Context: an optimization exercise on an open-source flow, tuned for small area, a short achievable clock period and few clock cycles. The choices shown serve that exercise and are no tape-out recipe. Only simulation tests tie the RTL to the original design; equivalence was not proved. Power figures rest on the tool's default switching activity, not on a simulated workload.

==> flow/design.v <==
module polder_lanes (
    input  wire         clk,
    input  wire         rst,           
    input  wire         in_valid,
    output wire         in_ready,
    input  wire         in_mode,       
    input  wire         in_last,       
    input  wire [31:0]  in_row,        
    input  wire [63:0]  in_col,        
    input  wire [1:0]   in_row_pres,
    input  wire [3:0]   in_col_pres,
    output wire         sh_valid,
    input  wire         sh_release,
    input  wire [2:0]   rd_lane,       
    output wire [33:0]  rd_re,
    output wire [33:0]  rd_im
);
    localparam ROWS = 2;
    localparam COLS = 4;
    localparam LANES = ROWS * COLS;
    function [15:0] unpack;   
        input [15:0] s;
        input        mode;
        begin
            if (mode)
                unpack = s;
            else
                unpack = {{4{s[3]}}, s[3:0], {4{s[7]}}, s[7:4]};
        end
    endfunction
    reg sh_full;    
    reg q_last;     
    reg clr;        
    reg ld;         
    reg clr2;       
    reg ld2;
    wire busy = sh_full | q_last | ld | ld2;
    assign in_ready = ~(in_last & busy);
    assign sh_valid = sh_full;
    wire fire = in_valid & in_ready & ~rst;
    reg [15:0] q_row [0:ROWS-1];
    reg [15:0] q_col [0:COLS-1];
    genvar r, c;
    generate
        for (r = 0; r < ROWS; r = r + 1) begin : g_in_row
            always @(posedge clk)
                q_row[r] <= (fire & in_row_pres[r]) ? unpack(in_row[16*r +: 16], in_mode) : 16'd0;
        end
        for (c = 0; c < COLS; c = c + 1) begin : g_in_col
            always @(posedge clk)
                q_col[c] <= in_col_pres[c] ? unpack(in_col[16*c +: 16], in_mode) : 16'd0;
        end
    endgenerate
    always @(posedge clk) begin
        if (rst) begin
            q_last  <= 1'b0;
            clr     <= 1'b1;
            ld      <= 1'b0;
            clr2    <= 1'b1;
            ld2     <= 1'b0;
            sh_full <= 1'b0;
        end else begin
            q_last <= fire & in_last;
            clr    <= q_last;
            ld     <= q_last;
            clr2   <= clr;
            ld2    <= ld;
            if (ld2)
                sh_full <= 1'b1;
            else if (sh_release)
                sh_full <= 1'b0;
        end
    end
    reg [16:0] nlo_re [0:LANES-1];    
    reg [16:0] nlo_im [0:LANES-1];
    reg [8:0]  mid_re [0:LANES-1];
    reg [8:0]  mid_im [0:LANES-1];
    reg [7:0]  top_re [0:LANES-1];
    reg [7:0]  top_im [0:LANES-1];
    reg        up_re  [0:LANES-1];    
    reg        dn_re  [0:LANES-1];
    reg        up_im  [0:LANES-1];
    reg        dn_im  [0:LANES-1];
    reg        tc_re  [0:LANES-1];    
    reg        td_re  [0:LANES-1];
    reg        tc_im  [0:LANES-1];
    reg        td_im  [0:LANES-1];
    reg [16:0] sh_nlo_re [0:LANES-1];  
    reg [16:0] sh_nlo_im [0:LANES-1];
    reg [16:0] sh_hi_re  [0:LANES-1];  
    reg [16:0] sh_hi_im  [0:LANES-1];
    generate
        for (r = 0; r < ROWS; r = r + 1) begin : g_row
            for (c = 0; c < COLS; c = c + 1) begin : g_col
                localparam L = r * COLS + c;
                wire [7:0] xr = q_row[r][7:0];
                wire [7:0] xi = q_row[r][15:8];
                wire [7:0] yr = q_col[c][7:0];
                wire [7:0] yi = q_col[c][15:8];
                wire [16:0] ns_re, ns_im;
                wire inc_re, dec_re, inc_im, dec_im;
                pl_mac_re u_re (.xr(xr), .xi(xi), .yr(yr), .yi(yi),
                                .nxr(~xr), .nxi(~xi), .nyr(~yr), .nyi(~yi),
                                .na(nlo_re[L] | {17{clr}}),
                                .ns(ns_re), .inc(inc_re), .dec(dec_re));
                pl_mac_im u_im (.xr(xr), .xi(xi), .yr(yr), .yi(yi),
                                .nxr(~xr), .nxi(~xi), .nyr(~yr), .nyi(~yi),
                                .na(nlo_im[L] | {17{clr}}),
                                .ns(ns_im), .inc(inc_im), .dec(dec_im));
                wire [8:0] mn_re, mn_im;
                wire [7:0] tn_re, tn_im;
                wire mc_re, mc_im;
                pl_mid u_mid_re (.h(mid_re[L]), .up(up_re[L]), .dn(dn_re[L]), .s(mn_re), .co(mc_re));
                pl_mid u_mid_im (.h(mid_im[L]), .up(up_im[L]), .dn(dn_im[L]), .s(mn_im), .co(mc_im));
                pl_top u_top_re (.h(top_re[L]), .ci(tc_re[L]), .dn(td_re[L]), .s(tn_re));
                pl_top u_top_im (.h(top_im[L]), .ci(tc_im[L]), .dn(td_im[L]), .s(tn_im));
                always @(posedge clk) begin
                    nlo_re[L] <= ns_re;
                    nlo_im[L] <= ns_im;
                    up_re[L]  <= inc_re;
                    dn_re[L]  <= dec_re;
                    up_im[L]  <= inc_im;
                    dn_im[L]  <= dec_im;
                    tc_re[L]  <= mc_re;
                    td_re[L]  <= dn_re[L];
                    tc_im[L]  <= mc_im;
                    td_im[L]  <= dn_im[L];
                    mid_re[L] <= clr ? 9'd0 : mn_re;
                    mid_im[L] <= clr ? 9'd0 : mn_im;
                    top_re[L] <= clr2 ? 8'd0 : tn_re;
                    top_im[L] <= clr2 ? 8'd0 : tn_im;
                    if (ld) begin
                        sh_nlo_re[L]      <= nlo_re[L];
                        sh_nlo_im[L]      <= nlo_im[L];
                        sh_hi_re[L][8:0]  <= mn_re;
                        sh_hi_im[L][8:0]  <= mn_im;
                    end
                    if (ld2) begin
                        sh_hi_re[L][16:9] <= tn_re;
                        sh_hi_im[L][16:9] <= tn_im;
                    end
                end
            end
        end
    endgenerate
    genvar k;
    generate
        for (k = 0; k < 17; k = k + 1) begin : g_rd
            wire re_l0, re_l1, im_l0, im_l1, re_h0, re_h1, im_h0, im_h1;
            pl_mux4 u_re_l0 (.d({sh_nlo_re[3][k], sh_nlo_re[2][k], sh_nlo_re[1][k], sh_nlo_re[0][k]}), .s(rd_lane[1:0]), .y(re_l0));
            pl_mux4 u_re_l1 (.d({sh_nlo_re[7][k], sh_nlo_re[6][k], sh_nlo_re[5][k], sh_nlo_re[4][k]}), .s(rd_lane[1:0]), .y(re_l1));
            pl_mux2i u_re_l (.a(re_l0), .b(re_l1), .s(rd_lane[2]), .y(rd_re[k]));
            pl_mux4 u_im_l0 (.d({sh_nlo_im[3][k], sh_nlo_im[2][k], sh_nlo_im[1][k], sh_nlo_im[0][k]}), .s(rd_lane[1:0]), .y(im_l0));
            pl_mux4 u_im_l1 (.d({sh_nlo_im[7][k], sh_nlo_im[6][k], sh_nlo_im[5][k], sh_nlo_im[4][k]}), .s(rd_lane[1:0]), .y(im_l1));
            pl_mux2i u_im_l (.a(im_l0), .b(im_l1), .s(rd_lane[2]), .y(rd_im[k]));
            pl_mux4 u_re_h0 (.d({sh_hi_re[3][k], sh_hi_re[2][k], sh_hi_re[1][k], sh_hi_re[0][k]}), .s(rd_lane[1:0]), .y(re_h0));
            pl_mux4 u_re_h1 (.d({sh_hi_re[7][k], sh_hi_re[6][k], sh_hi_re[5][k], sh_hi_re[4][k]}), .s(rd_lane[1:0]), .y(re_h1));
            pl_mux2 u_re_h (.a(re_h0), .b(re_h1), .s(rd_lane[2]), .y(rd_re[17 + k]));
            pl_mux4 u_im_h0 (.d({sh_hi_im[3][k], sh_hi_im[2][k], sh_hi_im[1][k], sh_hi_im[0][k]}), .s(rd_lane[1:0]), .y(im_h0));
            pl_mux4 u_im_h1 (.d({sh_hi_im[7][k], sh_hi_im[6][k], sh_hi_im[5][k], sh_hi_im[4][k]}), .s(rd_lane[1:0]), .y(im_h1));
            pl_mux2 u_im_h (.a(im_h0), .b(im_h1), .s(rd_lane[2]), .y(rd_im[17 + k]));
        end
    endgenerate
endmodule
module pl_mac_re (
    input  wire [7:0] xr, xi, yr, yi,
    input  wire [7:0] nxr, nxi, nyr, nyi,   
    input  wire [16:0] na,                   
    output wire [16:0] ns,
    output wire inc,
    output wire dec
);
    wire t1, t2;
    pl_ha u_t1 (.a(~(xr[0] & yr[5])), .b(~(xr[1] & yr[4])), .s(t1), .co(t2));
    wire t3, t4;
    pl_ha u_t3 (.a(~(xr[0] & yr[6])), .b(~(xr[1] & yr[5])), .s(t3), .co(t4));
    wire t5, t6;
    pl_fa u_t5 (.a(~(xr[2] & yr[4])), .b(~(xr[3] & yr[3])), .c(~(xr[4] & yr[2])), .s(t5), .co(t6));
    wire t7, t8;
    pl_ha u_t7 (.a(~(nxr[0] | nyr[7])), .b(~(xr[1] & yr[6])), .s(t7), .co(t8));
    wire t9, t10;
    pl_fa u_t9 (.a(~(xr[2] & yr[5])), .b(~(xr[3] & yr[4])), .c(~(xr[4] & yr[3])), .s(t9), .co(t10));
    wire t11, t12;
    pl_fa u_t11 (.a(~(xr[5] & yr[2])), .b(~(xr[6] & yr[1])), .c(~(nxr[7] | nyr[0])), .s(t11), .co(t12));
    wire t13, t14;
    pl_fa u_t13 (.a(~(nxi[0] | nyi[7])), .b(~(xi[1] & yi[6])), .c(1'b1), .s(t13), .co(t14));
    wire t15, t16;
    pl_ha u_t15 (.a(~(nxr[1] | nyr[7])), .b(~(xr[2] & yr[6])), .s(t15), .co(t16));
    wire t17, t18;
    pl_fa u_t17 (.a(~(xr[3] & yr[5])), .b(~(xr[4] & yr[4])), .c(~(xr[5] & yr[3])), .s(t17), .co(t18));
    wire t19, t20;
    pl_fa u_t19 (.a(~(xr[6] & yr[2])), .b(~(nxr[7] | nyr[1])), .c(~(nxi[1] | nyi[7])), .s(t19), .co(t20));
    wire t21, t22;
    pl_fa u_t21 (.a(~(xi[2] & yi[6])), .b(~(xi[3] & yi[5])), .c(1'b1), .s(t21), .co(t22));
    wire t23, t24;
    pl_fa u_t23 (.a(~(nxr[2] | nyr[7])), .b(~(xr[3] & yr[6])), .c(~(xr[4] & yr[5])), .s(t23), .co(t24));
    wire t25, t26;
    pl_fa u_t25 (.a(~(xr[5] & yr[4])), .b(~(xr[6] & yr[3])), .c(~(nxr[7] | nyr[2])), .s(t25), .co(t26));
    wire t27, t28;
    pl_ha u_t27 (.a(~(xr[0] & yr[3])), .b(~(xr[1] & yr[2])), .s(t27), .co(t28));
    wire t29, t30;
    pl_ha u_t29 (.a(~(xr[0] & yr[4])), .b(~(xr[1] & yr[3])), .s(t29), .co(t30));
    wire t31, t32;
    pl_fa u_t31 (.a(~(xr[2] & yr[2])), .b(~(xr[3] & yr[1])), .c(~(xr[4] & yr[0])), .s(t31), .co(t32));
    wire t33, t34;
    pl_fa u_t33 (.a(~(xr[2] & yr[3])), .b(~(xr[3] & yr[2])), .c(~(xr[4] & yr[1])), .s(t33), .co(t34));
    wire t35, t36;
    pl_fa u_t35 (.a(~(xr[5] & yr[0])), .b(~(xi[0] & yi[5])), .c(~(xi[1] & yi[4])), .s(t35), .co(t36));
    wire t37, t38;
    pl_fa u_t37 (.a(~(xi[2] & yi[3])), .b(~(xi[3] & yi[2])), .c(1'b1), .s(t37), .co(t38));
    wire t39, t40;
    pl_fa u_t39 (.a(~(xr[5] & yr[1])), .b(~(xr[6] & yr[0])), .c(~(xi[0] & yi[6])), .s(t39), .co(t40));
    wire t41, t42;
    pl_fa u_t41 (.a(~(xi[1] & yi[5])), .b(~(xi[2] & yi[4])), .c(~(xi[3] & yi[3])), .s(t41), .co(t42));
    wire t43, t44;
    pl_fa u_t43 (.a(~(xi[4] & yi[2])), .b(~(xi[5] & yi[1])), .c(~(xi[6] & yi[0])), .s(t43), .co(t44));
    wire t45, t46;
    pl_fa u_t45 (.a(na[6]), .b(t2), .c(1'b1), .s(t45), .co(t46));
    wire t47, t48;
    pl_fa u_t47 (.a(~(xi[2] & yi[5])), .b(~(xi[3] & yi[4])), .c(~(xi[4] & yi[3])), .s(t47), .co(t48));
    wire t49, t50;
    pl_fa u_t49 (.a(~(xi[5] & yi[2])), .b(~(xi[6] & yi[1])), .c(~(nxi[7] | nyi[0])), .s(t49), .co(t50));
    wire t51, t52;
    pl_fa u_t51 (.a(na[7]), .b(t4), .c(t6), .s(t51), .co(t52));
    wire t53, t54;
    pl_fa u_t53 (.a(t7), .b(t9), .c(t11), .s(t53), .co(t54));
    wire t55, t56;
    pl_fa u_t55 (.a(~(xi[4] & yi[4])), .b(~(xi[5] & yi[3])), .c(~(xi[6] & yi[2])), .s(t55), .co(t56));
    wire t57, t58;
    pl_fa u_t57 (.a(~(nxi[7] | nyi[1])), .b(na[8]), .c(t8), .s(t57), .co(t58));
    wire t59, t60;
    pl_fa u_t59 (.a(t10), .b(t12), .c(t14), .s(t59), .co(t60));
    wire t61, t62;
    pl_fa u_t61 (.a(t15), .b(t17), .c(t19), .s(t61), .co(t62));
    wire t63, t64;
    pl_fa u_t63 (.a(~(nxi[2] | nyi[7])), .b(~(xi[3] & yi[6])), .c(~(xi[4] & yi[5])), .s(t63), .co(t64));
    wire t65, t66;
    pl_fa u_t65 (.a(~(xi[5] & yi[4])), .b(~(xi[6] & yi[3])), .c(~(nxi[7] | nyi[2])), .s(t65), .co(t66));
    wire t67, t68;
    pl_fa u_t67 (.a(na[9]), .b(t16), .c(t18), .s(t67), .co(t68));
    wire t69, t70;
    pl_fa u_t69 (.a(t20), .b(t22), .c(t23), .s(t69), .co(t70));
    wire t71, t72;
    pl_fa u_t71 (.a(~(nxr[3] | nyr[7])), .b(~(xr[4] & yr[6])), .c(~(xr[5] & yr[5])), .s(t71), .co(t72));
    wire t73, t74;
    pl_fa u_t73 (.a(~(xr[6] & yr[4])), .b(~(nxr[7] | nyr[3])), .c(~(nxi[3] | nyi[7])), .s(t73), .co(t74));
    wire t75, t76;
    pl_fa u_t75 (.a(~(xi[4] & yi[6])), .b(~(xi[5] & yi[5])), .c(~(xi[6] & yi[4])), .s(t75), .co(t76));
    wire t77, t78;
    pl_fa u_t77 (.a(~(nxi[7] | nyi[3])), .b(na[10]), .c(t24), .s(t77), .co(t78));
    wire t79, t80;
    pl_fa u_t79 (.a(~(nxr[4] | nyr[7])), .b(~(xr[5] & yr[6])), .c(~(xr[6] & yr[5])), .s(t79), .co(t80));
    wire t81, t82;
    pl_fa u_t81 (.a(~(nxr[7] | nyr[4])), .b(~(nxi[4] | nyi[7])), .c(~(xi[5] & yi[6])), .s(t81), .co(t82));
    wire t83, t84;
    pl_ha u_t83 (.a(~(xr[0] & yr[2])), .b(~(xr[1] & yr[1])), .s(t83), .co(t84));
    wire t85, t86;
    pl_fa u_t85 (.a(~(xr[2] & yr[1])), .b(~(xr[3] & yr[0])), .c(~(xi[0] & yi[3])), .s(t85), .co(t86));
    wire t87, t88;
    pl_fa u_t87 (.a(~(xi[1] & yi[2])), .b(~(xi[2] & yi[1])), .c(1'b1), .s(t87), .co(t88));
    wire t89, t90;
    pl_fa u_t89 (.a(~(xi[0] & yi[4])), .b(~(xi[1] & yi[3])), .c(~(xi[2] & yi[2])), .s(t89), .co(t90));
    wire t91, t92;
    pl_fa u_t91 (.a(~(xi[3] & yi[1])), .b(~(xi[4] & yi[0])), .c(na[4]), .s(t91), .co(t92));
    wire t93, t94;
    pl_fa u_t93 (.a(t28), .b(t29), .c(1'b1), .s(t93), .co(t94));
    wire t95, t96;
    pl_fa u_t95 (.a(~(xi[4] & yi[1])), .b(~(xi[5] & yi[0])), .c(na[5]), .s(t95), .co(t96));
    wire t97, t98;
    pl_fa u_t97 (.a(t30), .b(t32), .c(t33), .s(t97), .co(t98));
    wire t99, t100;
    pl_fa u_t99 (.a(t35), .b(t37), .c(t1), .s(t99), .co(t100));
    wire t101, t102;
    pl_fa u_t101 (.a(t34), .b(t36), .c(t38), .s(t101), .co(t102));
    wire t103, t104;
    pl_fa u_t103 (.a(t39), .b(t41), .c(t43), .s(t103), .co(t104));
    wire t105, t106;
    pl_fa u_t105 (.a(t3), .b(t5), .c(t45), .s(t105), .co(t106));
    wire t107, t108;
    pl_fa u_t107 (.a(t40), .b(t42), .c(t44), .s(t107), .co(t108));
    wire t109, t110;
    pl_fa u_t109 (.a(t47), .b(t49), .c(t13), .s(t109), .co(t110));
    wire t111, t112;
    pl_fa u_t111 (.a(t46), .b(t51), .c(t53), .s(t111), .co(t112));
    wire t113, t114;
    pl_fa u_t113 (.a(t48), .b(t50), .c(t55), .s(t113), .co(t114));
    wire t115, t116;
    pl_fa u_t115 (.a(t21), .b(t52), .c(t54), .s(t115), .co(t116));
    wire t117, t118;
    pl_fa u_t117 (.a(t57), .b(t59), .c(t61), .s(t117), .co(t118));
    wire t119, t120;
    pl_fa u_t119 (.a(t56), .b(t63), .c(t65), .s(t119), .co(t120));
    wire t121, t122;
    pl_fa u_t121 (.a(t25), .b(t58), .c(t60), .s(t121), .co(t122));
    wire t123, t124;
    pl_fa u_t123 (.a(t62), .b(t67), .c(t69), .s(t123), .co(t124));
    wire t125, t126;
    pl_fa u_t125 (.a(t64), .b(t66), .c(t71), .s(t125), .co(t126));
    wire t127, t128;
    pl_fa u_t127 (.a(t73), .b(t75), .c(t26), .s(t127), .co(t128));
    wire t129, t130;
    pl_fa u_t129 (.a(t68), .b(t70), .c(t77), .s(t129), .co(t130));
    wire t131, t132;
    pl_fa u_t131 (.a(~(xi[6] & yi[5])), .b(~(nxi[7] | nyi[4])), .c(na[11]), .s(t131), .co(t132));
    wire t133, t134;
    pl_fa u_t133 (.a(t72), .b(t74), .c(t76), .s(t133), .co(t134));
    wire t135, t136;
    pl_fa u_t135 (.a(t79), .b(t81), .c(t78), .s(t135), .co(t136));
    wire t137, t138;
    pl_fa u_t137 (.a(~(nxr[5] | nyr[7])), .b(~(xr[6] & yr[6])), .c(~(nxr[7] | nyr[5])), .s(t137), .co(t138));
    wire t139, t140;
    pl_fa u_t139 (.a(~(nxi[5] | nyi[7])), .b(~(xi[6] & yi[6])), .c(~(nxi[7] | nyi[5])), .s(t139), .co(t140));
    wire t141, t142;
    pl_fa u_t141 (.a(na[12]), .b(t80), .c(t82), .s(t141), .co(t142));
    wire t143, t144;
    pl_fa u_t143 (.a(~(nxr[6] | nyr[7])), .b(~(nxr[7] | nyr[6])), .c(~(nxi[6] | nyi[7])), .s(t143), .co(t144));
    wire t145, t146;
    pl_ha u_t145 (.a(~(xr[0] & yr[1])), .b(~(xr[1] & yr[0])), .s(t145), .co(t146));
    wire t147, t148;
    pl_fa u_t147 (.a(~(xr[2] & yr[0])), .b(~(xi[0] & yi[2])), .c(~(xi[1] & yi[1])), .s(t147), .co(t148));
    wire t149, t150;
    pl_fa u_t149 (.a(~(xi[2] & yi[0])), .b(na[2]), .c(1'b1), .s(t149), .co(t150));
    wire t151, t152;
    pl_fa u_t151 (.a(~(xi[3] & yi[0])), .b(na[3]), .c(t84), .s(t151), .co(t152));
    wire t153, t154;
    pl_fa u_t153 (.a(t85), .b(t87), .c(t27), .s(t153), .co(t154));
    wire t155, t156;
    pl_fa u_t155 (.a(t86), .b(t88), .c(t89), .s(t155), .co(t156));
    wire t157, t158;
    pl_fa u_t157 (.a(t91), .b(t31), .c(t93), .s(t157), .co(t158));
    wire t159, t160;
    pl_fa u_t159 (.a(t90), .b(t92), .c(t95), .s(t159), .co(t160));
    wire t161, t162;
    pl_fa u_t161 (.a(t94), .b(t97), .c(t99), .s(t161), .co(t162));
    wire t163, t164;
    pl_fa u_t163 (.a(t96), .b(t98), .c(t100), .s(t163), .co(t164));
    wire t165, t166;
    pl_fa u_t165 (.a(t101), .b(t103), .c(t105), .s(t165), .co(t166));
    wire t167, t168;
    pl_fa u_t167 (.a(t102), .b(t104), .c(t107), .s(t167), .co(t168));
    wire t169, t170;
    pl_fa u_t169 (.a(t109), .b(t106), .c(t111), .s(t169), .co(t170));
    wire t171, t172;
    pl_fa u_t171 (.a(t108), .b(t110), .c(t113), .s(t171), .co(t172));
    wire t173, t174;
    pl_fa u_t173 (.a(t112), .b(t115), .c(t117), .s(t173), .co(t174));
    wire t175, t176;
    pl_fa u_t175 (.a(t114), .b(t119), .c(t116), .s(t175), .co(t176));
    wire t177, t178;
    pl_fa u_t177 (.a(t118), .b(t121), .c(t123), .s(t177), .co(t178));
    wire t179, t180;
    pl_fa u_t179 (.a(t120), .b(t125), .c(t127), .s(t179), .co(t180));
    wire t181, t182;
    pl_fa u_t181 (.a(t122), .b(t124), .c(t129), .s(t181), .co(t182));
    wire t183, t184;
    pl_fa u_t183 (.a(t131), .b(t126), .c(t128), .s(t183), .co(t184));
    wire t185, t186;
    pl_fa u_t185 (.a(t133), .b(t130), .c(t135), .s(t185), .co(t186));
    wire t187, t188;
    pl_fa u_t187 (.a(t132), .b(t137), .c(t139), .s(t187), .co(t188));
    wire t189, t190;
    pl_fa u_t189 (.a(t134), .b(t141), .c(t136), .s(t189), .co(t190));
    wire t191, t192;
    pl_fa u_t191 (.a(~(nxi[7] | nyi[6])), .b(na[13]), .c(t138), .s(t191), .co(t192));
    wire t193, t194;
    pl_fa u_t193 (.a(t140), .b(t143), .c(t142), .s(t193), .co(t194));
    wire t195, t196;
    pl_fa u_t195 (.a(~(xr[7] & yr[7])), .b(~(xi[7] & yi[7])), .c(na[14]), .s(t195), .co(t196));
    wire t197, t198;
    pl_ha u_t197 (.a(~(xr[0] & yr[0])), .b(~(xi[0] & yi[0])), .s(t197), .co(t198));
    wire t199, t200;
    pl_fa u_t199 (.a(~(xi[0] & yi[1])), .b(~(xi[1] & yi[0])), .c(na[1]), .s(t199), .co(t200));
    wire t201, t202;
    pl_fa u_t201 (.a(t146), .b(t147), .c(t149), .s(t201), .co(t202));
    wire t203, t204;
    pl_fa u_t203 (.a(t148), .b(t150), .c(t151), .s(t203), .co(t204));
    wire t205, t206;
    pl_fa u_t205 (.a(t152), .b(t154), .c(t155), .s(t205), .co(t206));
    wire t207, t208;
    pl_fa u_t207 (.a(t156), .b(t159), .c(t158), .s(t207), .co(t208));
    wire t209, t210;
    pl_fa u_t209 (.a(t160), .b(t162), .c(t163), .s(t209), .co(t210));
    wire t211, t212;
    pl_fa u_t211 (.a(t164), .b(t167), .c(t166), .s(t211), .co(t212));
    wire t213, t214;
    pl_fa u_t213 (.a(t168), .b(t171), .c(t170), .s(t213), .co(t214));
    wire t215, t216;
    pl_fa u_t215 (.a(t172), .b(t174), .c(t175), .s(t215), .co(t216));
    wire t217, t218;
    pl_fa u_t217 (.a(t179), .b(t176), .c(t178), .s(t217), .co(t218));
    wire t219, t220;
    pl_fa u_t219 (.a(t180), .b(t183), .c(t182), .s(t219), .co(t220));
    wire t221, t222;
    pl_fa u_t221 (.a(t187), .b(t184), .c(t186), .s(t221), .co(t222));
    wire t223, t224;
    pl_fa u_t223 (.a(t188), .b(t191), .c(t193), .s(t223), .co(t224));
    wire t225, t226;
    pl_fa u_t225 (.a(t195), .b(t144), .c(t192), .s(t225), .co(t226));
    wire t227, t228;
    pl_fa u_t227 (.a(t198), .b(t199), .c(1'b1), .s(t227), .co(t228));
    wire t229, t230;
    pl_fa u_t229 (.a(t200), .b(t83), .c(t201), .s(t229), .co(t230));
    wire t231, t232;
    pl_fa u_t231 (.a(t202), .b(t153), .c(t203), .s(t231), .co(t232));
    wire t233, t234;
    pl_fa u_t233 (.a(t204), .b(t205), .c(t157), .s(t233), .co(t234));
    wire t235, t236;
    pl_fa u_t235 (.a(t206), .b(t161), .c(t207), .s(t235), .co(t236));
    wire t237, t238;
    pl_fa u_t237 (.a(t208), .b(t209), .c(t165), .s(t237), .co(t238));
    wire t239, t240;
    pl_fa u_t239 (.a(t210), .b(t169), .c(t211), .s(t239), .co(t240));
    wire t241, t242;
    pl_fa u_t241 (.a(t173), .b(t212), .c(t213), .s(t241), .co(t242));
    wire t243, t244;
    pl_fa u_t243 (.a(t177), .b(t214), .c(t215), .s(t243), .co(t244));
    wire t245, t246;
    pl_fa u_t245 (.a(t181), .b(t216), .c(t217), .s(t245), .co(t246));
    wire t247, t248;
    pl_fa u_t247 (.a(t185), .b(t218), .c(t219), .s(t247), .co(t248));
    wire t249, t250;
    pl_fa u_t249 (.a(t189), .b(t220), .c(t221), .s(t249), .co(t250));
    wire t251, t252;
    pl_fa u_t251 (.a(t223), .b(t190), .c(t222), .s(t251), .co(t252));
    wire t253, t254;
    pl_fa u_t253 (.a(t225), .b(t194), .c(t224), .s(t253), .co(t254));
    wire t255, t256;
    pl_fa u_t255 (.a(na[15]), .b(t196), .c(t226), .s(t255), .co(t256));
    wire t257 = ~na[16];
    wire t258 = na[16];
    wire [16:0] nra = {t256, t254, t252, t250, t248, t246, t244, t242, t240, t238, t236, t234, t232, t230, t228, t227, na[0]};
    wire [16:0] nrb = {t257, t255, t253, t251, t249, t247, t245, t243, t241, t239, t237, t235, t233, t231, t229, t145, t197};
    wire [17:0] t;
    wire [5:0] k;
    assign k[0] = 1'b0;
    pl_ha u_cpa0 (.a(nra[0]), .b(nrb[0]), .s(t[0]), .co(k[1]));
    pl_fa u_cpa1 (.a(nra[1]), .b(nrb[1]), .c(k[1]), .s(t[1]), .co(k[2]));
    pl_fa u_cpa2 (.a(nra[2]), .b(nrb[2]), .c(k[2]), .s(t[2]), .co(k[3]));
    pl_fa u_cpa3 (.a(nra[3]), .b(nrb[3]), .c(k[3]), .s(t[3]), .co(k[4]));
    pl_fa u_cpa4 (.a(nra[4]), .b(nrb[4]), .c(k[4]), .s(t[4]), .co(k[5]));
    assign t[17:5] = {1'b0, nra[16:5]} + {1'b0, nrb[16:5]} + k[5];
    assign ns = t[16:0];
    assign inc = ~(t[17] | t258);
    assign dec = t[17] & t258;
endmodule
module pl_mac_im (
    input  wire [7:0] xr, xi, yr, yi,
    input  wire [7:0] nxr, nxi, nyr, nyi,   
    input  wire [16:0] na,                   
    output wire [16:0] ns,
    output wire inc,
    output wire dec
);
    wire t1, t2;
    pl_ha u_t1 (.a(~(xi[0] & yr[5])), .b(~(xi[1] & yr[4])), .s(t1), .co(t2));
    wire t3, t4;
    pl_ha u_t3 (.a(~(xi[0] & yr[6])), .b(~(xi[1] & yr[5])), .s(t3), .co(t4));
    wire t5, t6;
    pl_fa u_t5 (.a(~(xi[2] & yr[4])), .b(~(xi[3] & yr[3])), .c(~(xi[4] & yr[2])), .s(t5), .co(t6));
    wire t7, t8;
    pl_ha u_t7 (.a(~(nxi[0] | nyr[7])), .b(~(xi[1] & yr[6])), .s(t7), .co(t8));
    wire t9, t10;
    pl_fa u_t9 (.a(~(xi[2] & yr[5])), .b(~(xi[3] & yr[4])), .c(~(xi[4] & yr[3])), .s(t9), .co(t10));
    wire t11, t12;
    pl_fa u_t11 (.a(~(xi[5] & yr[2])), .b(~(xi[6] & yr[1])), .c(~(nxi[7] | nyr[0])), .s(t11), .co(t12));
    wire t13, t14;
    pl_fa u_t13 (.a(~(xr[0] & yi[7])), .b(~(nxr[1] | nyi[6])), .c(1'b1), .s(t13), .co(t14));
    wire t15, t16;
    pl_ha u_t15 (.a(~(nxi[1] | nyr[7])), .b(~(xi[2] & yr[6])), .s(t15), .co(t16));
    wire t17, t18;
    pl_fa u_t17 (.a(~(xi[3] & yr[5])), .b(~(xi[4] & yr[4])), .c(~(xi[5] & yr[3])), .s(t17), .co(t18));
    wire t19, t20;
    pl_fa u_t19 (.a(~(xi[6] & yr[2])), .b(~(nxi[7] | nyr[1])), .c(~(xr[1] & yi[7])), .s(t19), .co(t20));
    wire t21, t22;
    pl_fa u_t21 (.a(~(nxr[2] | nyi[6])), .b(~(nxr[3] | nyi[5])), .c(1'b1), .s(t21), .co(t22));
    wire t23, t24;
    pl_fa u_t23 (.a(~(nxi[2] | nyr[7])), .b(~(xi[3] & yr[6])), .c(~(xi[4] & yr[5])), .s(t23), .co(t24));
    wire t25, t26;
    pl_fa u_t25 (.a(~(xi[5] & yr[4])), .b(~(xi[6] & yr[3])), .c(~(nxi[7] | nyr[2])), .s(t25), .co(t26));
    wire t27, t28;
    pl_ha u_t27 (.a(~(xi[0] & yr[3])), .b(~(xi[1] & yr[2])), .s(t27), .co(t28));
    wire t29, t30;
    pl_ha u_t29 (.a(~(xi[0] & yr[4])), .b(~(xi[1] & yr[3])), .s(t29), .co(t30));
    wire t31, t32;
    pl_fa u_t31 (.a(~(xi[2] & yr[2])), .b(~(xi[3] & yr[1])), .c(~(xi[4] & yr[0])), .s(t31), .co(t32));
    wire t33, t34;
    pl_fa u_t33 (.a(~(xi[2] & yr[3])), .b(~(xi[3] & yr[2])), .c(~(xi[4] & yr[1])), .s(t33), .co(t34));
    wire t35, t36;
    pl_fa u_t35 (.a(~(xi[5] & yr[0])), .b(~(nxr[0] | nyi[5])), .c(~(nxr[1] | nyi[4])), .s(t35), .co(t36));
    wire t37, t38;
    pl_fa u_t37 (.a(~(nxr[2] | nyi[3])), .b(~(nxr[3] | nyi[2])), .c(1'b1), .s(t37), .co(t38));
    wire t39, t40;
    pl_fa u_t39 (.a(~(xi[5] & yr[1])), .b(~(xi[6] & yr[0])), .c(~(nxr[0] | nyi[6])), .s(t39), .co(t40));
    wire t41, t42;
    pl_fa u_t41 (.a(~(nxr[1] | nyi[5])), .b(~(nxr[2] | nyi[4])), .c(~(nxr[3] | nyi[3])), .s(t41), .co(t42));
    wire t43, t44;
    pl_fa u_t43 (.a(~(nxr[4] | nyi[2])), .b(~(nxr[5] | nyi[1])), .c(~(nxr[6] | nyi[0])), .s(t43), .co(t44));
    wire t45, t46;
    pl_fa u_t45 (.a(na[6]), .b(t2), .c(1'b1), .s(t45), .co(t46));
    wire t47, t48;
    pl_fa u_t47 (.a(~(nxr[2] | nyi[5])), .b(~(nxr[3] | nyi[4])), .c(~(nxr[4] | nyi[3])), .s(t47), .co(t48));
    wire t49, t50;
    pl_fa u_t49 (.a(~(nxr[5] | nyi[2])), .b(~(nxr[6] | nyi[1])), .c(~(xr[7] & yi[0])), .s(t49), .co(t50));
    wire t51, t52;
    pl_fa u_t51 (.a(na[7]), .b(t4), .c(t6), .s(t51), .co(t52));
    wire t53, t54;
    pl_fa u_t53 (.a(t7), .b(t9), .c(t11), .s(t53), .co(t54));
    wire t55, t56;
    pl_fa u_t55 (.a(~(nxr[4] | nyi[4])), .b(~(nxr[5] | nyi[3])), .c(~(nxr[6] | nyi[2])), .s(t55), .co(t56));
    wire t57, t58;
    pl_fa u_t57 (.a(~(xr[7] & yi[1])), .b(na[8]), .c(t8), .s(t57), .co(t58));
    wire t59, t60;
    pl_fa u_t59 (.a(t10), .b(t12), .c(t14), .s(t59), .co(t60));
    wire t61, t62;
    pl_fa u_t61 (.a(t15), .b(t17), .c(t19), .s(t61), .co(t62));
    wire t63, t64;
    pl_fa u_t63 (.a(~(xr[2] & yi[7])), .b(~(nxr[3] | nyi[6])), .c(~(nxr[4] | nyi[5])), .s(t63), .co(t64));
    wire t65, t66;
    pl_fa u_t65 (.a(~(nxr[5] | nyi[4])), .b(~(nxr[6] | nyi[3])), .c(~(xr[7] & yi[2])), .s(t65), .co(t66));
    wire t67, t68;
    pl_fa u_t67 (.a(na[9]), .b(t16), .c(t18), .s(t67), .co(t68));
    wire t69, t70;
    pl_fa u_t69 (.a(t20), .b(t22), .c(t23), .s(t69), .co(t70));
    wire t71, t72;
    pl_fa u_t71 (.a(~(nxi[3] | nyr[7])), .b(~(xi[4] & yr[6])), .c(~(xi[5] & yr[5])), .s(t71), .co(t72));
    wire t73, t74;
    pl_fa u_t73 (.a(~(xi[6] & yr[4])), .b(~(nxi[7] | nyr[3])), .c(~(xr[3] & yi[7])), .s(t73), .co(t74));
    wire t75, t76;
    pl_fa u_t75 (.a(~(nxr[4] | nyi[6])), .b(~(nxr[5] | nyi[5])), .c(~(nxr[6] | nyi[4])), .s(t75), .co(t76));
    wire t77, t78;
    pl_fa u_t77 (.a(~(xr[7] & yi[3])), .b(na[10]), .c(t24), .s(t77), .co(t78));
    wire t79, t80;
    pl_fa u_t79 (.a(~(nxi[4] | nyr[7])), .b(~(xi[5] & yr[6])), .c(~(xi[6] & yr[5])), .s(t79), .co(t80));
    wire t81, t82;
    pl_fa u_t81 (.a(~(nxi[7] | nyr[4])), .b(~(xr[4] & yi[7])), .c(~(nxr[5] | nyi[6])), .s(t81), .co(t82));
    wire t83, t84;
    pl_ha u_t83 (.a(~(xi[0] & yr[2])), .b(~(xi[1] & yr[1])), .s(t83), .co(t84));
    wire t85, t86;
    pl_fa u_t85 (.a(~(xi[2] & yr[1])), .b(~(xi[3] & yr[0])), .c(~(nxr[0] | nyi[3])), .s(t85), .co(t86));
    wire t87, t88;
    pl_fa u_t87 (.a(~(nxr[1] | nyi[2])), .b(~(nxr[2] | nyi[1])), .c(1'b1), .s(t87), .co(t88));
    wire t89, t90;
    pl_fa u_t89 (.a(~(nxr[0] | nyi[4])), .b(~(nxr[1] | nyi[3])), .c(~(nxr[2] | nyi[2])), .s(t89), .co(t90));
    wire t91, t92;
    pl_fa u_t91 (.a(~(nxr[3] | nyi[1])), .b(~(nxr[4] | nyi[0])), .c(na[4]), .s(t91), .co(t92));
    wire t93, t94;
    pl_fa u_t93 (.a(t28), .b(t29), .c(1'b1), .s(t93), .co(t94));
    wire t95, t96;
    pl_fa u_t95 (.a(~(nxr[4] | nyi[1])), .b(~(nxr[5] | nyi[0])), .c(na[5]), .s(t95), .co(t96));
    wire t97, t98;
    pl_fa u_t97 (.a(t30), .b(t32), .c(t33), .s(t97), .co(t98));
    wire t99, t100;
    pl_fa u_t99 (.a(t35), .b(t37), .c(t1), .s(t99), .co(t100));
    wire t101, t102;
    pl_fa u_t101 (.a(t34), .b(t36), .c(t38), .s(t101), .co(t102));
    wire t103, t104;
    pl_fa u_t103 (.a(t39), .b(t41), .c(t43), .s(t103), .co(t104));
    wire t105, t106;
    pl_fa u_t105 (.a(t3), .b(t5), .c(t45), .s(t105), .co(t106));
    wire t107, t108;
    pl_fa u_t107 (.a(t40), .b(t42), .c(t44), .s(t107), .co(t108));
    wire t109, t110;
    pl_fa u_t109 (.a(t47), .b(t49), .c(t13), .s(t109), .co(t110));
    wire t111, t112;
    pl_fa u_t111 (.a(t46), .b(t51), .c(t53), .s(t111), .co(t112));
    wire t113, t114;
    pl_fa u_t113 (.a(t48), .b(t50), .c(t55), .s(t113), .co(t114));
    wire t115, t116;
    pl_fa u_t115 (.a(t21), .b(t52), .c(t54), .s(t115), .co(t116));
    wire t117, t118;
    pl_fa u_t117 (.a(t57), .b(t59), .c(t61), .s(t117), .co(t118));
    wire t119, t120;
    pl_fa u_t119 (.a(t56), .b(t63), .c(t65), .s(t119), .co(t120));
    wire t121, t122;
    pl_fa u_t121 (.a(t25), .b(t58), .c(t60), .s(t121), .co(t122));
    wire t123, t124;
    pl_fa u_t123 (.a(t62), .b(t67), .c(t69), .s(t123), .co(t124));
    wire t125, t126;
    pl_fa u_t125 (.a(t64), .b(t66), .c(t71), .s(t125), .co(t126));
    wire t127, t128;
    pl_fa u_t127 (.a(t73), .b(t75), .c(t26), .s(t127), .co(t128));
    wire t129, t130;
    pl_fa u_t129 (.a(t68), .b(t70), .c(t77), .s(t129), .co(t130));
    wire t131, t132;
    pl_fa u_t131 (.a(~(nxr[6] | nyi[5])), .b(~(xr[7] & yi[4])), .c(na[11]), .s(t131), .co(t132));
    wire t133, t134;
    pl_fa u_t133 (.a(t72), .b(t74), .c(t76), .s(t133), .co(t134));
    wire t135, t136;
    pl_fa u_t135 (.a(t79), .b(t81), .c(t78), .s(t135), .co(t136));
    wire t137, t138;
    pl_fa u_t137 (.a(~(nxi[5] | nyr[7])), .b(~(xi[6] & yr[6])), .c(~(nxi[7] | nyr[5])), .s(t137), .co(t138));
    wire t139, t140;
    pl_fa u_t139 (.a(~(xr[5] & yi[7])), .b(~(nxr[6] | nyi[6])), .c(~(xr[7] & yi[5])), .s(t139), .co(t140));
    wire t141, t142;
    pl_fa u_t141 (.a(na[12]), .b(t80), .c(t82), .s(t141), .co(t142));
    wire t143, t144;
    pl_fa u_t143 (.a(~(nxi[6] | nyr[7])), .b(~(nxi[7] | nyr[6])), .c(~(xr[6] & yi[7])), .s(t143), .co(t144));
    wire t145, t146;
    pl_ha u_t145 (.a(~(xi[0] & yr[1])), .b(~(xi[1] & yr[0])), .s(t145), .co(t146));
    wire t147, t148;
    pl_fa u_t147 (.a(~(xi[2] & yr[0])), .b(~(nxr[0] | nyi[2])), .c(~(nxr[1] | nyi[1])), .s(t147), .co(t148));
    wire t149, t150;
    pl_fa u_t149 (.a(~(nxr[2] | nyi[0])), .b(na[2]), .c(1'b1), .s(t149), .co(t150));
    wire t151, t152;
    pl_fa u_t151 (.a(~(nxr[3] | nyi[0])), .b(na[3]), .c(t84), .s(t151), .co(t152));
    wire t153, t154;
    pl_fa u_t153 (.a(t85), .b(t87), .c(t27), .s(t153), .co(t154));
    wire t155, t156;
    pl_fa u_t155 (.a(t86), .b(t88), .c(t89), .s(t155), .co(t156));
    wire t157, t158;
    pl_fa u_t157 (.a(t91), .b(t31), .c(t93), .s(t157), .co(t158));
    wire t159, t160;
    pl_fa u_t159 (.a(t90), .b(t92), .c(t95), .s(t159), .co(t160));
    wire t161, t162;
    pl_fa u_t161 (.a(t94), .b(t97), .c(t99), .s(t161), .co(t162));
    wire t163, t164;
    pl_fa u_t163 (.a(t96), .b(t98), .c(t100), .s(t163), .co(t164));
    wire t165, t166;
    pl_fa u_t165 (.a(t101), .b(t103), .c(t105), .s(t165), .co(t166));
    wire t167, t168;
    pl_fa u_t167 (.a(t102), .b(t104), .c(t107), .s(t167), .co(t168));
    wire t169, t170;
    pl_fa u_t169 (.a(t109), .b(t106), .c(t111), .s(t169), .co(t170));
    wire t171, t172;
    pl_fa u_t171 (.a(t108), .b(t110), .c(t113), .s(t171), .co(t172));
    wire t173, t174;
    pl_fa u_t173 (.a(t112), .b(t115), .c(t117), .s(t173), .co(t174));
    wire t175, t176;
    pl_fa u_t175 (.a(t114), .b(t119), .c(t116), .s(t175), .co(t176));
    wire t177, t178;
    pl_fa u_t177 (.a(t118), .b(t121), .c(t123), .s(t177), .co(t178));
    wire t179, t180;
    pl_fa u_t179 (.a(t120), .b(t125), .c(t127), .s(t179), .co(t180));
    wire t181, t182;
    pl_fa u_t181 (.a(t122), .b(t124), .c(t129), .s(t181), .co(t182));
    wire t183, t184;
    pl_fa u_t183 (.a(t131), .b(t126), .c(t128), .s(t183), .co(t184));
    wire t185, t186;
    pl_fa u_t185 (.a(t133), .b(t130), .c(t135), .s(t185), .co(t186));
    wire t187, t188;
    pl_fa u_t187 (.a(t132), .b(t137), .c(t139), .s(t187), .co(t188));
    wire t189, t190;
    pl_fa u_t189 (.a(t134), .b(t141), .c(t136), .s(t189), .co(t190));
    wire t191, t192;
    pl_fa u_t191 (.a(~(xr[7] & yi[6])), .b(na[13]), .c(t138), .s(t191), .co(t192));
    wire t193, t194;
    pl_fa u_t193 (.a(t140), .b(t143), .c(t142), .s(t193), .co(t194));
    wire t195, t196;
    pl_fa u_t195 (.a(~(xi[7] & yr[7])), .b(~(nxr[7] | nyi[7])), .c(na[14]), .s(t195), .co(t196));
    wire t197, t198;
    pl_fa u_t197 (.a(~(nxr[0] | nyi[1])), .b(~(nxr[1] | nyi[0])), .c(1'b1), .s(t197), .co(t198));
    wire t199, t200;
    pl_fa u_t199 (.a(t146), .b(t147), .c(t149), .s(t199), .co(t200));
    wire t201, t202;
    pl_fa u_t201 (.a(t148), .b(t150), .c(t151), .s(t201), .co(t202));
    wire t203, t204;
    pl_fa u_t203 (.a(t152), .b(t154), .c(t155), .s(t203), .co(t204));
    wire t205, t206;
    pl_fa u_t205 (.a(t156), .b(t159), .c(t158), .s(t205), .co(t206));
    wire t207, t208;
    pl_fa u_t207 (.a(t160), .b(t162), .c(t163), .s(t207), .co(t208));
    wire t209, t210;
    pl_fa u_t209 (.a(t164), .b(t167), .c(t166), .s(t209), .co(t210));
    wire t211, t212;
    pl_fa u_t211 (.a(t168), .b(t171), .c(t170), .s(t211), .co(t212));
    wire t213, t214;
    pl_fa u_t213 (.a(t172), .b(t174), .c(t175), .s(t213), .co(t214));
    wire t215, t216;
    pl_fa u_t215 (.a(t179), .b(t176), .c(t178), .s(t215), .co(t216));
    wire t217, t218;
    pl_fa u_t217 (.a(t180), .b(t183), .c(t182), .s(t217), .co(t218));
    wire t219, t220;
    pl_fa u_t219 (.a(t187), .b(t184), .c(t186), .s(t219), .co(t220));
    wire t221, t222;
    pl_fa u_t221 (.a(t188), .b(t191), .c(t193), .s(t221), .co(t222));
    wire t223, t224;
    pl_fa u_t223 (.a(t195), .b(t144), .c(t192), .s(t223), .co(t224));
    wire t225, t226;
    pl_fa u_t225 (.a(~(xi[0] & yr[0])), .b(~(nxr[0] | nyi[0])), .c(1'b1), .s(t225), .co(t226));
    wire t227, t228;
    pl_fa u_t227 (.a(na[1]), .b(t197), .c(t145), .s(t227), .co(t228));
    wire t229, t230;
    pl_fa u_t229 (.a(t198), .b(t83), .c(t199), .s(t229), .co(t230));
    wire t231, t232;
    pl_fa u_t231 (.a(t200), .b(t153), .c(t201), .s(t231), .co(t232));
    wire t233, t234;
    pl_fa u_t233 (.a(t202), .b(t203), .c(t157), .s(t233), .co(t234));
    wire t235, t236;
    pl_fa u_t235 (.a(t204), .b(t161), .c(t205), .s(t235), .co(t236));
    wire t237, t238;
    pl_fa u_t237 (.a(t206), .b(t207), .c(t165), .s(t237), .co(t238));
    wire t239, t240;
    pl_fa u_t239 (.a(t208), .b(t169), .c(t209), .s(t239), .co(t240));
    wire t241, t242;
    pl_fa u_t241 (.a(t173), .b(t210), .c(t211), .s(t241), .co(t242));
    wire t243, t244;
    pl_fa u_t243 (.a(t177), .b(t212), .c(t213), .s(t243), .co(t244));
    wire t245, t246;
    pl_fa u_t245 (.a(t181), .b(t214), .c(t215), .s(t245), .co(t246));
    wire t247, t248;
    pl_fa u_t247 (.a(t185), .b(t216), .c(t217), .s(t247), .co(t248));
    wire t249, t250;
    pl_fa u_t249 (.a(t189), .b(t218), .c(t219), .s(t249), .co(t250));
    wire t251, t252;
    pl_fa u_t251 (.a(t221), .b(t190), .c(t220), .s(t251), .co(t252));
    wire t253, t254;
    pl_fa u_t253 (.a(t223), .b(t194), .c(t222), .s(t253), .co(t254));
    wire t255, t256;
    pl_fa u_t255 (.a(na[15]), .b(t196), .c(t224), .s(t255), .co(t256));
    wire t257 = ~na[16];
    wire t258 = na[16];
    wire [16:0] nra = {t256, t254, t252, t250, t248, t246, t244, t242, t240, t238, t236, t234, t232, t230, t228, t226, t225};
    wire [16:0] nrb = {t257, t255, t253, t251, t249, t247, t245, t243, t241, t239, t237, t235, t233, t231, t229, t227, na[0]};
    wire [17:0] t;
    wire [5:0] k;
    assign k[0] = 1'b0;
    pl_ha u_cpa0 (.a(nra[0]), .b(nrb[0]), .s(t[0]), .co(k[1]));
    pl_fa u_cpa1 (.a(nra[1]), .b(nrb[1]), .c(k[1]), .s(t[1]), .co(k[2]));
    pl_fa u_cpa2 (.a(nra[2]), .b(nrb[2]), .c(k[2]), .s(t[2]), .co(k[3]));
    pl_fa u_cpa3 (.a(nra[3]), .b(nrb[3]), .c(k[3]), .s(t[3]), .co(k[4]));
    pl_fa u_cpa4 (.a(nra[4]), .b(nrb[4]), .c(k[4]), .s(t[4]), .co(k[5]));
    assign t[17:5] = {1'b0, nra[16:5]} + {1'b0, nrb[16:5]} + k[5];
    assign ns = t[16:0];
    assign inc = ~(t[17] | t258);
    assign dec = t[17] & t258;
endmodule
module pl_fa (input wire a, input wire b, input wire c, output wire s, output wire co);
    assign s = a ^ b ^ c;
    assign co = (a & b) | (a & c) | (b & c);
endmodule
module pl_ha (input wire a, input wire b, output wire s, output wire co);
    assign s = a ^ b;
    assign co = a & b;
endmodule
module pl_mid (input wire [8:0] h, input wire up, input wire dn, output wire [8:0] s, output wire co);
    wire [9:1] k;
    pl_ha u_0 (.a(h[0]), .b(up | dn), .s(s[0]), .co(k[1]));
    genvar i;
    generate
        for (i = 1; i < 9; i = i + 1) begin : g
            pl_fa u (.a(h[i]), .b(dn), .c(k[i]), .s(s[i]), .co(k[i + 1]));
        end
    endgenerate
    assign co = k[9];
endmodule
module pl_top (input wire [7:0] h, input wire ci, input wire dn, output wire [7:0] s);
    wire [8:0] k;
    assign k[0] = ci;
    genvar i;
    generate
        for (i = 0; i < 8; i = i + 1) begin : g
            pl_fa u (.a(h[i]), .b(dn), .c(k[i]), .s(s[i]), .co(k[i + 1]));
        end
    endgenerate
endmodule
module pl_mux4 (input wire [3:0] d, input wire [1:0] s, output wire y);
    assign y = d[s];
endmodule
module pl_mux2 (input wire a, input wire b, input wire s, output wire y);
    assign y = s ? b : a;
endmodule
module pl_mux2i (input wire a, input wire b, input wire s, output wire y);
    assign y = ~(s ? b : a);
endmodule
==> flow/flow/run.sh <==
#!/bin/bash
set -e
export SETUP_SLACK_MARGIN=6.2
bash standard.sh MATCH_CELL_FOOTPRINT=0 "BUFFER_PORTS_ARGS=-buffer_cell sky130_fd_sc_hd__buf_2" finish > standard.log 2>&1
==> flow/standard.sh <==
#!/bin/bash
# synth_recipe.tcl (not shown) runs the flow's synth.tcl, then flattens the netlist and writes it again
# the make line also repeats each setting of config.mk as NAME=value (left out here)
make -C /OpenROAD-flow-scripts/flow DESIGN_CONFIG=/design/flow/config.mk WORK_HOME=/design/flow/orfs CLKGATE_MAP_FILE= SYNTH_SCRIPT=/design/flow/synth_recipe.tcl "${@:-finish}"
==> flow/config.mk <==
export PLATFORM = sky130hd
export DESIGN_NAME = polder_lanes
export DESIGN_NICKNAME = polder_lanes
export VERILOG_FILES = /design/flow/design.v
export SDC_FILE = /design/flow/constraint.sdc
export NUM_CORES = 4
export LEC_CHECK = 0
export ABC_AREA = 1
export CAP_MARGIN = 20
export CORE_MARGIN = 2
export CORE_UTILIZATION = 40
export CTS_BUF_LIST = sky130_fd_sc_hd__clkbuf_8 sky130_fd_sc_hd__clkbuf_16
export CTS_CLUSTER_DIAMETER = 100
export CTS_CLUSTER_SIZE = 30
export PLACE_DENSITY = 0.45
export SLEW_MARGIN = 20
export SYNTH_HIERARCHICAL = 1
==> flow/constraint.sdc <==
create_clock -name core_clock -period 12.5 [get_ports {clk}]
set_input_delay 2.5000 -clock core_clock [delete_from_list [all_inputs] [get_ports {clk}]]
set_output_delay 2.5000 -clock core_clock [all_outputs]
set_load 0.01 [all_outputs]
==> out/qor.yml, run 1 <==
place:
  portBuffers: 180
  dpl.cell_count: 15500
  pre_cts_ws_ps: 5330
  hpwl_um: 304000
  gp_congestion: 0.930
sta:
  hold_viol: 0
  setup_ws_ps: 6220
  setup_viol: 0
  drv_slew: 0
  max_freq_ghz: 0.159
  min_period_ps: 6280
  period_share_pct: 50.3
  grt_setup_unrepaired: "false"
  tightestPinTransition_ps: 1160
  finalClockSkew_ps: 80.6
  relSlewSlack_pct: 22.5
  fin_tns_setup_ps: 0
power:
  p_switching_mw: 14.3
  p_comb_share_pct: 63.5
  leakagePower_nw: 52.4
  clkPwrFrac_pct: 11.9
  ir_worst_vdd_uv: 174
  pwr-share-seq_pct: 24.6
  powerDensity_nw_per_um2: 232
  netSwitchingFraction_pct: 50.2
  total_power_mw: 28.4
  p_int_mw: 14.1
clocking:
  clockRootBuffer: "clkbuf_16"
  cts-buffers-inserted: 85
  clk_path_buf_depth: 3
  cts_sinks: 1254
  clkLatencyLatePin_ps: 800
  clk_pin_slew_ps: 90
  cts_tree: "done"
  cts_htree_levels: 3
setup_path:
  cp_data_arrival_time_ps: 3780
  cp-start-kind: "input port"
  worstSetupEndpointType: "output port"
  critPathKind: "input port to output port"
  cp_max_fo: 25
  cp.required_ps: 10000
routing:
  antenna_left: 0
  wire_per_inst_um: 27.1
  vias: 80400
  drtIter0Drc: 6772
  first_pass_iters: 6
  drt-total-wl_um: 426000
  drc_errors: 0
  routed_via_density: 5.11
floorplan:
  fp.dieH_um: 531
  io_pins: 181
  initial_core_util_pct: 40.2
  die_x_um: 531
  rows: 193
  die_area_um2: 282000
  core_um2: 276000
yosys:
  synth_edf_count: 544
  synthFlopType: "dfxtp_1"
  synth-seq-area-share_pct: 27.5
  async_flop_share_pct: 0
  syn_area_per_cell_um2: 9.75
  ys_ff_latch: 1254
  syn_area_um2: 111000
  synth_cell_types: 30
  syn_inst: 11400
  synth_warnings: 47
finish:
  nets: 14700
  layout-area-overhead-vs-synth_pct: 10.2
  layout_common_cells: "nand2_1, fa_1, inv_1"
  layout-drive-gt1-share_pct: 8.20
  nFillCells: 27000
  utilization_pct: 44.4
  seq_area_um2: 30600
  final_common_cell: "nand2_1"
  multi_input_area_um2: 73500
  final-instance-count-excl-fill: 15700
grt:
  grt-ovfl-total: 0
  first_global_vias: 87100
  grt_pass1_wl_um: 617000
  antenna_found_initial: 25
  grt_use_total_pct: 30.4
  grt_max_degree: 130
run_status:
  status: "no timing/DRC/antenna violations"
run:
  cap_viol_max_count: 0
hold_path:
  min_path_type: "flip-flop to flip-flop"
[Yosys cell counts, drive strengths merged, types with 48 or more instances]
cell,n,area share (%)
nand3,482,2.4
nand4,72,0.40
nor2,1250,4.3
ha,344,3.9
a21oi,119,0.54
or2,274,1.5
xor2,72,0.57
buf,48,0.30
edfxtp,544,15
dfxtp,710,13
fa,2264,41
nand2,3190,11
inv,1925,6.5
[logic make-up after synthesis]
logic type,synth area share (%)
buffers and inverters,6.90
muxes,0.108
other,0.0540
DFF,27.5
adders and majority gates,44.6
and+or+nand+nor,19.4
AOI/OAI and AO/OA,0.751
xor gates and xnor gates,0.693
[through the flow]
| step | hold WS (ps) | instance area [µm²] |
|---|---|---|
| after floorplan | 400 | 112000 |
| after global placement | 405 | 118000 |
| after detailed placement | 405 | 118000 |
| after CTS | 406 | 122000 |
| after global routing | 423 | 123000 |
| final | 411 | 123000 |
[power groups by stage]
stage	combinational (mW)	clock (mW)	sequential, mW
6_report	18.0	3.38	6.99
5_1_grt	20.7	3.62	7.10
4_1_cts	18.0	3.50	7.03
3_5_place_dp	17.8	0	7.11
3_3_place_gp	17.8	0	7.10
2_1_floorplan	12.8	0	6.61
[worst max-delay path, cell delays in order]
cell,delay [ps]
buf_16,210
buf_16,230
inv_1,70
nand3_1,80
nand2_1,50
inv_1,50
nand2_1,40
nand2_1,240
buf_2,190
[per-layer routing]
metal  vias to the layer above  track usage [%]  part of all wire (%)
li1                      35100                -                     -
met1                     41200             41.3                    42
met2                      3380             46.6                    44
met3                       680             5.49                   8.0
met4                        10             15.7                   6.0
met5                         -                0                 0.019
[what timing repair did]
action,in CTS,in global routing
setup endpoints to repair,81,72
hold endpoints to repair,0,0
resized for setup,42,22
hold buffers,0,0
setup buffers,2,3
gates cloned,24,10
[area by class of cell]
class / instances / share of cell area, %
inverters: 1929 / 5.92
repair buffers: 413 / 2.75
clock buffers: 87 / 1.78
clock inverters: 69 / 0.857
multi-input cells: 8272 / 59.9
flip-flops and latches: 1254 / 25.0
well taps: 3705 / 3.78
diodes: 11 / 0.0224
[sequential cells by signal, summed over array words and instances, names as in the netlist, 32 cells and up]
name and cells:
nlo_im 136, sh_nlo_re 136, sh_hi_re 136, nlo_re 136
top_im 64, mid_re 72, sh_hi_im 136, q_row 32
top_re 64, sh_nlo_im 136, q_col 64, mid_im 72
[modules after synthesis, one instance, submodules excluded, a selection]
module,cell area (µm²),copies in the design,flip-flops and latches,cells
pl_fa,20.0,2232,0,1
pl_ha,12.5,168,0,1
pl_mac_im,1210,8,0,268
pl_mac_re,1260,8,0,277
pl_mid,11.3,16,0,3
pl_mux2,15.0,34,0,4
pl_mux2i,22.5,34,0,6
pl_mux4,51.3,136,0,13
polder_lanes,36300,1,1254,2495
[final timing paths]
| check | startpoint | to | slack (ps) | cells after the start |
|---|---|---|---|---|
| hold reg to reg | nlo_im[7][5] | sh_nlo_im[7][5] | 410 | 0 |
| hold / removal | nlo_im[7][5] | sh_nlo_im[7][5] | 410 | 0 |
| setup / recovery | rd_lane[1] | rd_re[13] | 6220 | 9 |
| setup reg to reg | q_row[1][9] | dn_re[5] | 6320 | 15 |
Testbench counts, summed over its fixed seeds: cycles 9,418.
==> run 2: changes to the inputs <==
==> flow/flow/run.sh (replaced) <==
#!/bin/bash
set -e
export SETUP_SLACK_MARGIN=6.3
bash standard.sh MATCH_CELL_FOOTPRINT=0 "BUFFER_PORTS_ARGS=-buffer_cell sky130_fd_sc_hd__buf_2" finish > standard.log 2>&1
--- a/flow/config.mk
+++ b/flow/config.mk
@@ -6,11 +6,10 @@
 export NUM_CORES = 4
 export LEC_CHECK = 0
-export ABC_AREA = 1
 export CAP_MARGIN = 20
 export CORE_MARGIN = 2
 export CORE_UTILIZATION = 40
 export CTS_BUF_LIST = sky130_fd_sc_hd__clkbuf_8 sky130_fd_sc_hd__clkbuf_16
-export CTS_CLUSTER_DIAMETER = 100
-export CTS_CLUSTER_SIZE = 30
+export CTS_CLUSTER_DIAMETER = 80
+export CTS_CLUSTER_SIZE = 20
 export PLACE_DENSITY = 0.45
 export SLEW_MARGIN = 20
==> out/qor.yml, run 2 <==
run_status:
  status: "no timing/DRC/antenna violations"
sta:
  grt_setup_unrepaired: "true"
  period_share_pct: 52.1  # +1.9 points
  drv_slew: 0  # unchanged
  min_period_ps: 6520  # +233 ps
  hold_viol: 0  # unchanged
  finalClockSkew_ps: 40.6  # -40.0 ps
  tightestPinTransition_ps: 1210  # +45.6 ps
  relSlewSlack_pct: 19.3  # -3.1 points
  setup_ws_ps: 5980  # -233 ps
  setup_viol: 0  # unchanged
  max_freq_ghz: 0.153  # -3.6%
  fin_tns_setup_ps: 0  # unchanged
place:
  hpwl_um: 274000  # -9.8%
  dpl.cell_count: 12000  # -23%
  portBuffers: 180  # unchanged
  pre_cts_ws_ps: 5080  # -253 ps
  gp_congestion: 0.943  # +1.4%
floorplan:
  die_x_um: 515  # -3.0%
  fp.dieH_um: 515  # -3.0%
  initial_core_util_pct: 40.3  # about the same
  rows: 187  # -3.1%
  die_area_um2: 266000  # -6.0%
  core_um2: 260000  # -6.1%
  io_pins: 181  # unchanged
yosys:
  synth_edf_count: 544  # unchanged
  synth-seq-area-share_pct: 29.2  # +1.8 points
  yosysMostFrequentCell: "fa_1"
  ys_ff_latch: 1254  # unchanged
  syn_inst: 8220  # -28%
  synth_top_family_by_area: "adder cells"
  synth_compound_area_share_pct: 3.05  # +2.3 points
  syn_area_um2: 105000  # -6.0%
  synth_fa_ha_area_share_pct: 47.5  # +2.8 points
  synth_cell_types: 62  # +110%
  yosys.area_share.simple_pct: 13.5  # -5.9 points
  synthMuxAreaShare_pct: 4.26  # +4.2 points
  async_flop_share_pct: 0  # unchanged
  netlist.area_leader.share_pct: 43.3  # +2.6 points
  synth_warnings: 47  # unchanged
  synth_xor_area_share_pct: 1.14  # +0.45 points
  yosysTopAreaCell: "fa_1"
  synthFlopType: "dfxtp_1"
  syn_area_per_cell_um2: 12.7  # +30%
  synth_commonest_cells: "fa_1, nand2_1, nor2_1"
  synthTopCellsByArea: "fa_1, edfxtp_1, dfxtp_1"
setup_path:
  cp_max_fo: 7  # -72%
  cp.required_ps: 10000  # about the same
  regToRegStartpoint: "q_row[1][12]"
  reg2reg_to: "up_im[6]"
  worstSetupEndpointType: "output port"
  rr_worst_depth: 14  # -1
  crit_path_start: "rd_lane[0]"
  cp_data_arrival_time_ps: 4020  # +240 ps
  critPathKind: "input port to output port"
  r2r_slack_ps: 6420  # +100 ps
  cp-start-kind: "input port"
finish:
  final_common_cell: "fa_1"
  final-instance-count-excl-fill: 12300  # -22%
  nets: 11500  # -22%
  layout_common_cells: "fa_1, nand2_1, nor2_1"
  layout-area-overhead-vs-synth_pct: 12.0
  layout-drive-gt1-share_pct: 14.2  # +6.0 points
clocking:
  cts_sinks: 1254  # unchanged
  cts_htree_levels: 3  # unchanged
  clk_pin_slew_ps: 80  # about the same
  clockRootBuffer: "clkbuf_16"
  cts_tree: "done"
  clk_path_buf_depth: 3  # unchanged
  cts-buffers-inserted: 113  # +33%
  clkLatencyLatePin_ps: 830  # +30 ps
grt:
  grt.busiest_layer: "met2"
  grt-ovfl-total: 0  # unchanged
  grtUsageMet2_pct: 45.0  # -1.7 points
  antenna_found_initial: 25  # unchanged
  grt_max_degree: 160  # +23%
  grt_pass1_wl_um: 552000  # -11%
  grt_use_total_pct: 29.5  # -0.87 points
  first_global_vias: 75300  # -13%
  grt_use_met1_pct: 39.0  # -2.2 points
  grtUsageMet3_pct: 6.03  # +0.55 points
power:
  p_switching_mw: 12.6  # -11%
  clkPwrFrac_pct: 14.1  # +2.2 points
  ir_worst_vdd_uv: 157  # -10%
  p_int_mw: 15.2  # +7.8%
  p_comb_share_pct: 60.3  # -3.2 points
  leakagePower_nw: 41.4  # -21%
  netSwitchingFraction_pct: 45.3  # -4.9 points
  pwr-share-seq_pct: 25.7  # +1.1 points
  powerDensity_nw_per_um2: 238  # +2.8%
routing:
  drtIter0Drc: 6090  # -10%
  routed_via_density: 5.48  # +7.4%
  drc_errors: 0  # unchanged
  drt-total-wl_um: 384000  # -10%
  vias: 67500  # -16%
  wire_per_inst_um: 31.2  # +15%
  first_pass_iters: 6  # unchanged
  antenna_left: 0  # unchanged
hold_path:
  min_from: "nlo_im[1][11]"
  min_path_type: "flip-flop to flip-flop"
  hold_end: "sh_nlo_im[1][11]"
  hold_depth: 0  # unchanged
run:
  cap_viol_max_count: 0  # unchanged
-- run 2: worst max-delay path by stage --
stage | endpoint | depth (start not counted)
floorplan | in_ready | 4
finish | rd_im[24] | 6
global route | rd_re[9] | 6
detailed placement | rd_re[10] | 5
CTS | rd_im[21] | 6
global placement | rd_re[10] | 5
-- run 2: cells by family (layout without fill, tap and decap cells) --
kind of cell             Yosys count  in the layout
AND/OR/NAND/NOR                 3171           3171
adder cells (fa/ha/maj)         2608           2608
flip-flops                      1254           1254
AO/OA/AOI/OAI                    422            422
buffers and inverters            355            892
multiplexers                     258            258
XOR/XNOR                         136            136
other                             16            156
-- run 2: final cells by class --
cell class / count / area, µm²
antenna: 20 / 50.0
clock buffer: 119 / 2970
clock inverter: 95 / 1140
fill: 23800 / 143000
inverter: 258 / 996
multi-input combinational: 6731 / 73400
sequential: 1254 / 30600
tap: 3402 / 4260
timing repair buffer: 420 / 3710
-- run 2: repair_timing --
| item | in CTS | in global routing |
|---|---|---|
| gates cloned | 22 | 2 |
| gates resized for setup | 131 | 58 |
| hold buffers | 0 | 0 |
| setup buffers | 11 | 12 |
| endpoints found under the setup margin | 148 | 152 |
-- run 2: worst max-delay path, stage by stage --
cell	delay [ps]
buf_16	130
buf_16	180
clkbuf_16	220
mux4_2	530
mux2_4	290
buf_6	120
-- run 2: power by group through the flow --
stage	combinational, mW	clock, mW	sequential (mW)
after global placement	16.3	0	7.27
after floorplan	12.4	0	6.60
after CTS	16.8	4.04	7.19
after detailed placement	16.5	0	7.28
final	16.8	3.93	7.16
after global routing	18.9	4.18	7.23
-- run 2: modules after synthesis, one instance, submodules excluded, excerpt --
| module | area [µm²] | cells |
|---|---|---|
| pl_fa | 20.0 | 1 |
| pl_ha | 12.5 | 1 |
| pl_mac_im | 1100 | 210 |
| pl_mac_re | 1110 | 217 |
| pl_mid | 6.26 | 1 |
| pl_mux2 | 15.0 | 1 |
| pl_mux2i | 10.0 | 1 |
| pl_mux4 | 22.5 | 1 |
| polder_lanes | 36100 | 2184 |
-- run 2: per-layer routing --
metal	up-vias	share of wire, %	wire length (µm)
met2	2970	44	170000
li1	27900	-	-
met3	616	8.0	30800
met1	36000	40	153000
met5	-	0.0076	29
met4	4	7.7	29400
-- run 2: per-stage QoR --
step | cell area, µm² | hold WS [ps] | utilization [%] | total power [mW]
global route | 117000 | 406 | 45.1 | 30.3
floorplan | 105000 | 400 | - | 19.0
global placement | 111000 | 408 | 42.9 | 23.6
CTS | 117000 | 407 | 44.9 | 28.0
finish | 117000 | 415 | 45.1 | 27.9
detailed placement | 111000 | 404 | 42.9 | 23.8

port drivers added, routing unchanged:
The flow's constraints put no driver on any port. The routed layouts listed below were extracted and timed again, unchanged, in two steps. Step 1, drivers: a clkbuf_16 drives clk and a buf_2 each remaining input, both assumed. Step 2 times the ports against the registers' clock, not the clock port: input delays grow and output delays shrink by t, the midpoint of the rising clock arrivals with the driver on. Slacks: ideal ports / drivers / drivers and shift; pairs: ideal ports / drivers.
| run | shift t [ns] | setup slack, ns | worst data-port slew with drivers (ns) |
|---|---|---|---|
| run 1 | 0.861 | 6.217 / 5.700 / 5.700 | 0.67 |
| run 2 | 0.914 | 5.984 / 5.660 / 5.660 | 0.49 |
After both steps every run listed still meets setup and hold. For run 1, which loses most, drivers alone change the setup slack by -0.517 ns; drivers and shift together by -0.517 ns.
